This is an optimization exercise on Yosys and OpenROAD, whose aim is small area, a short achievable clock period and few clock cycles per item, not a production implementation.
At most, simulation tests tie the RTL to the original design; equivalence was not proved.

== lane 1 ==
==> module par_engine, before the edit <==
module par_engine (
    input  wire         clk,
    input  wire         rst_n,
    input  wire         in_valid,
    output wire         in_ready,
    input  wire         in_first,
    input  wire         in_last,
    input  wire [1:0]   in_kind,      
    input  wire [3:0]   in_sheet,
    input  wire [127:0] in_data,
    input  wire [1:0]   cfg_nerase,
    input  wire [3:0]   cfg_sx,
    input  wire [3:0]   cfg_sy,
    output reg          out_valid,
    input  wire         out_ready,
    output reg  [127:0] out_a,
    output reg  [127:0] out_b,
    output reg          out_lost
);
    function [7:0] xtime;
        input [7:0] a;
        xtime = {a[6:0], 1'b0} ^ (a[7] ? 8'h1D : 8'h00);
    endfunction
    function [7:0] gf_mul;
        input [7:0] a;
        input [7:0] b;
        integer i;
        reg [7:0] p, aa;
        begin
            p  = 8'h00;
            aa = a;
            for (i = 0; i < 8; i = i + 1) begin
                if (b[i]) p = p ^ aa;
                aa = xtime(aa);
            end
            gf_mul = p;
        end
    endfunction
    localparam [127:0]  W_TAB  = 128'h261387CDE8743A1D8040201008040201;
    localparam [127:0]  K1_TAB = 128'h2C58B07DFAE9CF831B366CD8AD478E01;
    localparam [2047:0] K2_TAB = 2048'h00C382B4A868A0A946177A403339608AC3009B19754DD05D4F8C2EF4806672C0829B002B32EA9ABDBA9E055CF51DCCE4B4192B005664C9296769210AB8F73A85A875325600ACC88F52CED242146DF374684DEA64AC00458D03A481B98428DAFBA0D09AC9C845008A0706551F6F1550A9A95DBD298F8D8A00090E0CAA3EDE2AA0464FBA675203070900121C18497CA154178C9E69CEA4060E120024383092F85F7A2E0521D281550C1C240048706039ED40F45C0A42B91FAA1838480090E0C0723380F5B814846F3E49307090003DDD9D39661DF76D2815DE7C9260E03D007AA76072CC3AF3DA502AA1F839C0DD7A00F48AC0E48574FBA9A0545FED729DA7F400;
    function [7:0] gf_w;
        input [3:0] s;
        gf_w = W_TAB[8*s +: 8];
    endfunction
    function [7:0] gf_k;
        input [1:0] n;
        input [3:0] sx;
        input [3:0] sy;
        begin
            if (n == 2'd0)      gf_k = 8'h01;
            else if (n == 2'd1) gf_k = K1_TAB[8*sx +: 8];
            else                gf_k = K2_TAB[8*{sx, sy} +: 8];
        end
    endfunction
    reg          s1_v;
    reg          s1_first;
    reg          s1_last;
    reg  [1:0]   s1_kind;
    reg  [3:0]   s1_sheet;
    reg  [127:0] s1_d;
    reg  [1:0]   g_n;
    reg  [3:0]   g_sx;
    reg  [3:0]   g_sy;
    reg          ready_r;
    assign in_ready = ready_r;
    wire take = in_valid && ready_r;
    always @(posedge clk) begin
        s1_v     <= rst_n && take;
        s1_first <= in_first;
        s1_last  <= in_last;
        s1_kind  <= in_kind;
        s1_sheet <= in_sheet;
        s1_d     <= in_data;
        if (take && in_first) begin
            g_n  <= cfg_nerase;
            g_sx <= cfg_sx;
            g_sy <= cfg_sy;
        end
    end
    wire       n0 = (g_n == 2'd0);
    wire       n2 = g_n[1];
    wire [7:0] y  = n2 ? gf_w(g_sy) : 8'h00;
    reg [7:0] v;
    always @(*) begin
        case (s1_kind)
            2'd0:    v = gf_w(s1_sheet) ^ y;
            2'd1:    v = y;
            2'd2:    v = {7'd0, !n0};
            default: v = 8'h00;
        endcase
    end
    wire [7:0] coef = gf_mul(gf_k(g_n, g_sx, g_sy), v);
    reg          s2_v;
    reg          s2_last;
    reg          s2_clr;      
    reg          s2_binc;     
    reg          s2_p;
    reg          s2_q;
    reg  [1:0]   s2_n;
    reg  [7:0]   s2_c;
    reg  [127:0] s2_d;
    always @(posedge clk) begin
        s2_v    <= rst_n && s1_v;
        s2_last <= s1_last;
        s2_clr  <= s1_v && s1_first;
        s2_binc <= s1_v && (s1_kind == 2'd0 || (s1_kind == 2'd1 && !n0));
        s2_p    <= s1_v && (s1_kind == 2'd1);
        s2_q    <= s1_v && (s1_kind == 2'd2);
        s2_n    <= g_n;
        s2_c    <= s1_v ? coef : 8'd0;
        s2_d    <= s1_d;
    end
    reg  [127:0] acc_a_n;
    reg  [127:0] acc_b_n;
    wire [127:0] acc_a = ~acc_a_n;
    wire [127:0] acc_b = ~acc_b_n;
    reg          g_sp;
    reg          g_sq;
    reg          a_done;      
    reg [63:0] cols;
    integer j;
    always @(*) begin
        cols[7:0] = s2_c;
        for (j = 1; j < 8; j = j + 1)
            cols[8*j +: 8] = xtime(cols[8*(j-1) +: 8]);
    end
    reg [127:0] nxt_a;
    reg [127:0] nxt_b;
    integer l, b;
    always @(*) begin
        for (l = 0; l < 16; l = l + 1) begin
            nxt_a[8*l +: 8] = s2_clr ? 8'h00 : acc_a[8*l +: 8];
            for (b = 0; b < 8; b = b + 1)
                if (s2_d[8*l + b]) nxt_a[8*l +: 8] = nxt_a[8*l +: 8] ^ cols[8*b +: 8];
        end
        nxt_b = (s2_clr ? 128'd0 : acc_b) ^ (s2_binc ? s2_d : 128'd0);
    end
    wire nxt_sp = (!s2_clr && g_sp) || s2_p;
    wire nxt_sq = (!s2_clr && g_sq) || s2_q;
    wire r_n0 = (s2_n == 2'd0);
    wire r_n1 = (s2_n == 2'd1);
    wire r_n2 = s2_n[1];
    wire res_lost = r_n1 ? !(nxt_sp || nxt_sq) : r_n2 ? !(nxt_sp && nxt_sq) : 1'b0;
    wire a_from_b = r_n0 || (r_n1 && nxt_sp);
    wire [127:0] res_a = res_lost ? 128'd0 : (a_from_b ? nxt_b : nxt_a);
    wire [127:0] res_b = (res_lost || r_n1) ? 128'd0 : r_n0 ? nxt_a : (nxt_a ^ nxt_b);
    wire fin      = (s2_v && s2_last) || a_done;
    wire out_free = !out_valid;
    wire out_load = fin && out_free;
    wire n_s1last = take && in_last;
    wire n_fin    = (s1_v && s1_last) || (fin && !out_free);
    wire n_ov     = out_load || (out_valid && !out_ready);
    wire n_ready  = !((n_s1last || (n_fin && n_ov)) && (n_fin || n_ov));
    always @(posedge clk) begin
        acc_a_n <= ~nxt_a;
        acc_b_n <= ~nxt_b;
        g_sp  <= nxt_sp;
        g_sq  <= nxt_sq;
        if (out_load) begin
            out_a    <= res_a;
            out_b    <= res_b;
            out_lost <= res_lost;
        end
        if (!rst_n) begin
            a_done    <= 1'b0;
            out_valid <= 1'b0;
            ready_r   <= 1'b1;
        end else begin
            a_done    <= fin && !out_free;
            out_valid <= n_ov;
            ready_r   <= n_ready;
        end
    end
endmodule
export LEC_CHECK = 0
export CAP_MARGIN = 20
export CORE_MARGIN = 2
export CORE_UTILIZATION = 55
export CTS_BUF_LIST = sky130_fd_sc_hd__clkbuf_16
export CTS_CLUSTER_DIAMETER = 100
export CTS_CLUSTER_SIZE = 24
export SLEW_MARGIN = 20
create_clock -name core_clock -period 22.0 [get_ports {clk}]
standard.sh (not shown) runs the stock make flow with config.mk's settings and CLKGATE_MAP_FILE= SYNTH_SCRIPT=/design/flow/synth_recipe.tcl, a recipe that flattens the netlist after the stock synthesis.
==> flow/flow/run.sh <==
#!/bin/bash
set -euo pipefail
export BUFFER_PORTS_ARGS="-buffer_cell sky130_fd_sc_hd__buf_1"
export CTS_ARGS="-sink_clustering_enable -repair_clock_nets -sink_clustering_size 24 -sink_clustering_max_diameter 100 -buf_list sky130_fd_sc_hd__clkbuf_16 -sink_clustering_levels 1 -dont_use_dummy_load"
bash standard.sh > flow.log 2>&1
Edits applied to the flow inputs when going from lane 1 to lane 2:
==> flow/design.v <==
module par_engine (
    input  wire         clk,
    input  wire         rst_n,
    input  wire         in_valid,
    output wire         in_ready,
    input  wire         in_first,
    input  wire         in_last,
    input  wire [1:0]   in_kind,      
    input  wire [3:0]   in_sheet,
    input  wire [127:0] in_data,
    input  wire [1:0]   cfg_nerase,
    input  wire [3:0]   cfg_sx,
    input  wire [3:0]   cfg_sy,
    output reg          out_valid,
    input  wire         out_ready,
    output reg  [127:0] out_a,
    output reg  [127:0] out_b,
    output reg          out_lost
);
    function [7:0] xtime;
        input [7:0] a;
        xtime = {a[6:0], 1'b0} ^ (a[7] ? 8'h1D : 8'h00);
    endfunction
    function [7:0] gf_mul;
        input [7:0] a;
        input [7:0] b;
        integer i;
        reg [7:0] p, aa;
        begin
            p  = 8'h00;
            aa = a;
            for (i = 0; i < 8; i = i + 1) begin
                if (b[i]) p = p ^ aa;
                aa = xtime(aa);
            end
            gf_mul = p;
        end
    endfunction
    localparam [247:0] E_TAB = 248'h261387CDE8743A1D80402010080402018E47ADD86C361B83CFE9FA7DB0582C;
    localparam [247:0] Z_TAB = 248'h8AC0E48574FBA9A0545FED729DA7F400F5A69C73EC5E55A1A8FA7584E5C18B;
    reg          s1_v;
    reg          s1_first;
    reg          s1_last;
    reg  [1:0]   s1_kind;
    reg  [3:0]   s1_sheet;
    reg  [127:0] s1_d;
    reg  [1:0]   g_n;
    reg  [3:0]   g_sx;
    reg  [3:0]   g_sy;
    reg          ready_r;
    assign in_ready = ready_r;
    wire take = in_valid && ready_r;
    always @(posedge clk) begin
        s1_v     <= rst_n && take;
        s1_first <= in_first;
        s1_last  <= in_last;
        s1_kind  <= in_kind;
        s1_sheet <= in_sheet;
        s1_d     <= in_data;
        if (take && in_first) begin
            g_n  <= cfg_nerase;
            g_sx <= cfg_sx;
            g_sy <= cfg_sy;
        end
    end
    wire       n0 = (g_n == 2'd0);
    wire       n1 = (g_n == 2'd1);
    wire       n2 = g_n[1];
    wire [3:0] r  = n2 ? g_sy : n1 ? g_sx : 4'd0;
    wire [3:0] s_e = (s1_kind == 2'd2) ? 4'd0 : s1_sheet;
    wire [4:0] e  = {1'b0, s_e} + 5'd15 - {1'b0, r};
    wire [7:0] we = E_TAB[8*e +: 8];
    wire [4:0] d  = {1'b0, g_sx} + 5'd15 - {1'b0, g_sy};
    wire [7:0] z  = n2 ? Z_TAB[8*d +: 8] : 8'h01;
    reg [7:0] v;
    always @(*) begin
        case (s1_kind)
            2'd0:    v = {we[7:1], we[0] ^ n2};
            2'd1:    v = {7'd0, n2};
            2'd2:    v = n0 ? 8'h00 : we;
            default: v = 8'h00;
        endcase
    end
    wire [7:0] coef = gf_mul(z, v);
    reg          s2_v;
    reg          s2_last;
    reg          s2_clr;      
    reg          s2_binc;     
    reg          s2_p;
    reg          s2_q;
    reg  [1:0]   s2_n;
    reg  [7:0]   s2_c;
    reg  [127:0] s2_d;
    always @(posedge clk) begin
        s2_v    <= rst_n && s1_v;
        s2_last <= s1_last;
        s2_clr  <= s1_v && s1_first;
        s2_binc <= s1_v && (s1_kind == 2'd0 || (s1_kind == 2'd1 && !n0));
        s2_p    <= s1_v && (s1_kind == 2'd1);
        s2_q    <= s1_v && (s1_kind == 2'd2);
        s2_n    <= g_n;
        s2_c    <= s1_v ? coef : 8'd0;
        s2_d    <= s1_d;
    end
    reg  [127:0] acc_a_n;
    reg  [127:0] acc_b_n;
    wire [127:0] acc_a = ~acc_a_n;
    wire [127:0] acc_b = ~acc_b_n;
    reg          g_sp;
    reg          g_sq;
    reg          a_done;      
    reg [63:0] cols;
    integer j;
    always @(*) begin
        cols[7:0] = s2_c;
        for (j = 1; j < 8; j = j + 1)
            cols[8*j +: 8] = xtime(cols[8*(j-1) +: 8]);
    end
    reg [127:0] nxt_a;
    reg [127:0] nxt_b;
    integer l, b;
    always @(*) begin
        for (l = 0; l < 16; l = l + 1) begin
            nxt_a[8*l +: 8] = s2_clr ? 8'h00 : acc_a[8*l +: 8];
            for (b = 0; b < 8; b = b + 1)
                if (s2_d[8*l + b]) nxt_a[8*l +: 8] = nxt_a[8*l +: 8] ^ cols[8*b +: 8];
        end
        nxt_b = (s2_clr ? 128'd0 : acc_b) ^ (s2_binc ? s2_d : 128'd0);
    end
    wire nxt_sp = (!s2_clr && g_sp) || s2_p;
    wire nxt_sq = (!s2_clr && g_sq) || s2_q;
    wire r_n0 = (s2_n == 2'd0);
    wire r_n1 = (s2_n == 2'd1);
    wire r_n2 = s2_n[1];
    wire res_lost = r_n1 ? !(nxt_sp || nxt_sq) : r_n2 ? !(nxt_sp && nxt_sq) : 1'b0;
    wire a_from_b = r_n0 || (r_n1 && nxt_sp);
    wire [127:0] res_a = res_lost ? 128'd0 : (a_from_b ? nxt_b : nxt_a);
    wire [127:0] res_b = (res_lost || r_n1) ? 128'd0 : r_n0 ? nxt_a : (nxt_a ^ nxt_b);
    wire fin      = (s2_v && s2_last) || a_done;
    wire out_free = !out_valid;
    wire out_load = fin && out_free;
    wire n_s1last = take && in_last;
    wire n_fin    = (s1_v && s1_last) || (fin && !out_free);
    wire n_ov     = out_load || (out_valid && !out_ready);
    wire n_ready  = !((n_s1last || (n_fin && n_ov)) && (n_fin || n_ov));
    always @(posedge clk) begin
        acc_a_n <= ~nxt_a;
        acc_b_n <= ~nxt_b;
        g_sp  <= nxt_sp;
        g_sq  <= nxt_sq;
        if (out_load) begin
            out_a    <= res_a;
            out_b    <= res_b;
            out_lost <= res_lost;
        end
        if (!rst_n) begin
            a_done    <= 1'b0;
            out_valid <= 1'b0;
            ready_r   <= 1'b1;
        end else begin
            a_done    <= fin && !out_free;
            out_valid <= n_ov;
            ready_r   <= n_ready;
        end
    end
endmodule
[summary]
- Lane 1 → lane 2: max-slew headroom at the worst pin went down 0.73 points, end-of-flow core utilization closely matched the old numbers.
- NOTE area inside the core boundary lane 1->lane 2 decreased by a few percent
- From lane 1 to lane 2, post-route DRC violation count did not move at all.
- Cmp lane 1 and lane 2 / logic depth of the worst register-to-register path / higher: lane 1
- Lane 2 improves on lane 1 in final-layout worst hold slack.
Testbench counts of lane 2, summed over its fixed seeds: cycles 24,088, items 3,200.
Only the layout flow was run in lane 1; the RTL was not checked for function there.

== 01-26 ==
Another version of the RTL of par_engine (not shown whole).
Size: ~5400 cells after synthesis, ~810 flip-flops, ~410 I/O pins.
==> module par_engine, before the edit <==
module par_engine (
    input  wire         clk,
    input  wire         rst_n,
    input  wire         in_valid,
    output wire         in_ready,
    input  wire         in_first,
    input  wire         in_last,
    input  wire [1:0]   in_kind,      
    input  wire [3:0]   in_sheet,
    input  wire [127:0] in_data,
    input  wire [1:0]   cfg_nerase,
    input  wire [3:0]   cfg_sx,
    input  wire [3:0]   cfg_sy,
    output reg          out_valid,
    input  wire         out_ready,
    output reg  [127:0] out_a,
    output reg  [127:0] out_b,
    output reg          out_lost
);
    function [7:0] xtime;
        input [7:0] a;
        xtime = {a[6:0], 1'b0} ^ (a[7] ? 8'h1D : 8'h00);
    endfunction
    function [7:0] gf_mul;
        input [7:0] a;
        input [7:0] b;
        integer i;
        reg [7:0] p, aa;
        begin
            p  = 8'h00;
            aa = a;
            for (i = 0; i < 8; i = i + 1) begin
                if (b[i]) p = p ^ aa;
                aa = xtime(aa);
            end
            gf_mul = p;
        end
    endfunction
    localparam [127:0]  W_TAB  = 128'h261387CDE8743A1D8040201008040201;
    localparam [127:0]  K1_TAB = 128'h2C58B07DFAE9CF831B366CD8AD478E01;
    localparam [2047:0] K2_TAB = 2048'h00C382B4A868A0A946177A403339608AC3009B19754DD05D4F8C2EF4806672C0829B002B32EA9ABDBA9E055CF51DCCE4B4192B005664C9296769210AB8F73A85A875325600ACC88F52CED242146DF374684DEA64AC00458D03A481B98428DAFBA0D09AC9C845008A0706551F6F1550A9A95DBD298F8D8A00090E0CAA3EDE2AA0464FBA675203070900121C18497CA154178C9E69CEA4060E120024383092F85F7A2E0521D281550C1C240048706039ED40F45C0A42B91FAA1838480090E0C0723380F5B814846F3E49307090003DDD9D39661DF76D2815DE7C9260E03D007AA76072CC3AF3DA502AA1F839C0DD7A00F48AC0E48574FBA9A0545FED729DA7F400;
    function [7:0] gf_w;
        input [3:0] s;
        gf_w = W_TAB[8*s +: 8];
    endfunction
    function [7:0] gf_k;
        input [1:0] n;
        input [3:0] sx;
        input [3:0] sy;
        begin
            if (n == 2'd0)      gf_k = 8'h01;
            else if (n == 2'd1) gf_k = K1_TAB[8*sx +: 8];
            else                gf_k = K2_TAB[8*{sx, sy} +: 8];
        end
    endfunction
    reg          s1_v;
    reg          s1_first;
    reg          s1_last;
    reg  [1:0]   s1_kind;
    reg  [3:0]   s1_sheet;
    reg  [127:0] s1_d;
    reg  [1:0]   g_n;
    reg  [3:0]   g_sx;
    reg  [3:0]   g_sy;
    reg          ready_r;
    assign in_ready = ready_r;
    wire take = in_valid && ready_r;
    always @(posedge clk) begin
        s1_v     <= rst_n && take;
        s1_first <= in_first;
        s1_last  <= in_last;
        s1_kind  <= in_kind;
        s1_sheet <= in_sheet;
        s1_d     <= in_data;
        if (take && in_first) begin
            g_n  <= cfg_nerase;
            g_sx <= cfg_sx;
            g_sy <= cfg_sy;
        end
    end
    wire       n0 = (g_n == 2'd0);
    wire       n2 = g_n[1];
    wire [7:0] y  = n2 ? gf_w(g_sy) : 8'h00;
    reg [7:0] v;
    always @(*) begin
        case (s1_kind)
            2'd0:    v = gf_w(s1_sheet) ^ y;
            2'd1:    v = y;
            2'd2:    v = {7'd0, !n0};
            default: v = 8'h00;
        endcase
    end
    wire [7:0] coef = gf_mul(gf_k(g_n, g_sx, g_sy), v);
    reg          s2_v;
    reg          s2_last;
    reg          s2_clr;      
    reg          s2_binc;     
    reg          s2_p;
    reg          s2_q;
    reg  [1:0]   s2_n;
    reg  [7:0]   s2_c;
    reg  [127:0] s2_d;
    always @(posedge clk) begin
        s2_v    <= rst_n && s1_v;
        s2_last <= s1_last;
        s2_clr  <= s1_v && s1_first;
        s2_binc <= s1_v && (s1_kind == 2'd0 || (s1_kind == 2'd1 && !n0));
        s2_p    <= s1_v && (s1_kind == 2'd1);
        s2_q    <= s1_v && (s1_kind == 2'd2);
        s2_n    <= g_n;
        s2_c    <= s1_v ? coef : 8'd0;
        s2_d    <= s1_d;
    end
    reg  [127:0] acc_a;
    reg  [127:0] acc_b;
    reg          g_sp;
    reg          g_sq;
    reg          a_done;      
    reg [63:0] cols;
    integer j;
    always @(*) begin
        cols[7:0] = s2_c;
        for (j = 1; j < 8; j = j + 1)
            cols[8*j +: 8] = xtime(cols[8*(j-1) +: 8]);
    end
    reg [127:0] nxt_a;
    reg [127:0] nxt_b;
    integer l, b;
    always @(*) begin
        for (l = 0; l < 16; l = l + 1) begin
            nxt_a[8*l +: 8] = s2_clr ? 8'h00 : acc_a[8*l +: 8];
            for (b = 0; b < 8; b = b + 1)
                if (s2_d[8*l + b]) nxt_a[8*l +: 8] = nxt_a[8*l +: 8] ^ cols[8*b +: 8];
        end
        nxt_b = (s2_clr ? 128'd0 : acc_b) ^ (s2_binc ? s2_d : 128'd0);
    end
    wire nxt_sp = (!s2_clr && g_sp) || s2_p;
    wire nxt_sq = (!s2_clr && g_sq) || s2_q;
    wire r_n0 = (s2_n == 2'd0);
    wire r_n1 = (s2_n == 2'd1);
    wire r_n2 = s2_n[1];
    wire res_lost = r_n1 ? !(nxt_sp || nxt_sq) : r_n2 ? !(nxt_sp && nxt_sq) : 1'b0;
    wire a_from_b = r_n0 || (r_n1 && nxt_sp);
    wire [127:0] res_a = res_lost ? 128'd0 : (a_from_b ? nxt_b : nxt_a);
    wire [127:0] res_b = (res_lost || r_n1) ? 128'd0 : r_n0 ? nxt_a : (nxt_a ^ nxt_b);
    wire fin      = (s2_v && s2_last) || a_done;
    wire out_free = !out_valid;
    wire out_load = fin && out_free;
    wire n_s1last = take && in_last;
    wire n_fin    = (s1_v && s1_last) || (fin && !out_free);
    wire n_ov     = out_load || (out_valid && !out_ready);
    wire n_ready  = !((n_s1last || (n_fin && n_ov)) && (n_fin || n_ov));
    always @(posedge clk) begin
        acc_a <= nxt_a;
        acc_b <= nxt_b;
        g_sp  <= nxt_sp;
        g_sq  <= nxt_sq;
        if (out_load) begin
            out_a    <= res_a;
            out_b    <= res_b;
            out_lost <= res_lost;
        end
        if (!rst_n) begin
            a_done    <= 1'b0;
            out_valid <= 1'b0;
            ready_r   <= 1'b1;
        end else begin
            a_done    <= fin && !out_free;
            out_valid <= n_ov;
            ready_r   <= n_ready;
        end
    end
endmodule
export LEC_CHECK = 0
export CAP_MARGIN = 20
export CORE_MARGIN = 2
export CORE_UTILIZATION = 55
export CTS_BUF_LIST = sky130_fd_sc_hd__clkbuf_16
export CTS_CLUSTER_DIAMETER = 100
export CTS_CLUSTER_SIZE = 24
export GPL_TIMING_DRIVEN = 1
export SLEW_MARGIN = 20
create_clock -name core_clock -period 22.0 [get_ports {clk}]
==> flow/flow/run.sh <==
#!/bin/bash
set -euo pipefail
export BUFFER_PORTS_ARGS="-buffer_cell sky130_fd_sc_hd__buf_1"
bash standard.sh > flow.log 2>&1
Testbench counts of 01-26, summed over its fixed seeds: cycles 24,088, items 3,200.
Input-level comparison between 10-22 and 01-26:
--- a/flow/design.v
+++ b/flow/design.v
@@ -111,8 +111,10 @@
         s2_c    <= s1_v ? coef : 8'd0;
         s2_d    <= s1_d;
     end
-    reg  [127:0] acc_a;
-    reg  [127:0] acc_b;
+    reg  [127:0] acc_a_n;
+    reg  [127:0] acc_b_n;
+    wire [127:0] acc_a = ~acc_a_n;
+    wire [127:0] acc_b = ~acc_b_n;
     reg          g_sp;
     reg          g_sq;
     reg          a_done;      
@@ -151,8 +153,8 @@
     wire n_ov     = out_load || (out_valid && !out_ready);
     wire n_ready  = !((n_s1last || (n_fin && n_ov)) && (n_fin || n_ov));
     always @(posedge clk) begin
-        acc_a <= nxt_a;
-        acc_b <= nxt_b;
+        acc_a_n <= ~nxt_a;
+        acc_b_n <= ~nxt_b;
         g_sp  <= nxt_sp;
         g_sq  <= nxt_sq;
         if (out_load) begin
Notes after the runs:
A critical path capture point of out_b[107]$_SDFFCE_PP0P_ is what 10-22 shows, while out_a[122] belongs to 01-26.
10-22 vs 01-26 — count of non-CTS buffers in the layout dropped slightly
Diff 01-26 -> 10-22: number of nets with antenna violations after routing was more or less identical, area used by sequential logic in the layout was more or less identical, number of multi-input logic gates went up by 22, utilization of the core after routing went up by 0.53 points, final wirelength went up by about 0.66%.
The number of tap instances reported for 10-22 is smaller than that of 01-26 by 20.
Against 01-26, 10-22 reports a final worst slack that is lower.
In 10-22, via total after detailed routing is lower than in 01-26.
Min overall die area across 10-22 and 01-26: 10-22
Delta(routed length on met3, 10-22 - 01-26) > 0
Compared with 01-26, in 10-22 post-synthesis share of cell area spent on and, or, nand and nor gates shows an increase of 0.89 points, met1 wire length down 1600 um.
Looking at worst-path cell with the longest stage delay, the edfxtp_1 result is from 01-26; the dfxtp_4 one comes from 10-22.
The RTL of 10-22 was laid out without a check of its function.

separate check: timing with driven ports:
The results above use ideal ports. As a check the final layouts listed here were re-extracted and re-timed, cells and wires unchanged.
Step 1, drivers: a clkbuf_16 drives clk and a buf_2 each remaining input, both assumed.
Step 2 also shifts input and output timing later by t, the mid clock arrival at the registers, as if the neighbouring blocks saw the same clock.
Slacks: ideal ports / drivers / drivers and shift; pairs: ideal ports / drivers.
run | t (ns) | setup WS [ns] | worst setup path at the end | latest minus earliest clock arrival (ns)
lane 1 | 0.658 | 16.050 / 16.050 / 16.050 | register to register | 0.092 / 0.092
lane 2 | 0.672 | 16.356 / 16.283 / 16.625 | input to register | 0.073 / 0.072
01-26 | 0.697 | 16.295 / 16.224 / 16.531 | input to register | 0.036 / 0.036
10-22 | 0.698 | 16.027 / 16.027 / 16.027 | register to register | 0.033 / 0.034
After both steps setup and hold are still met in every run listed.
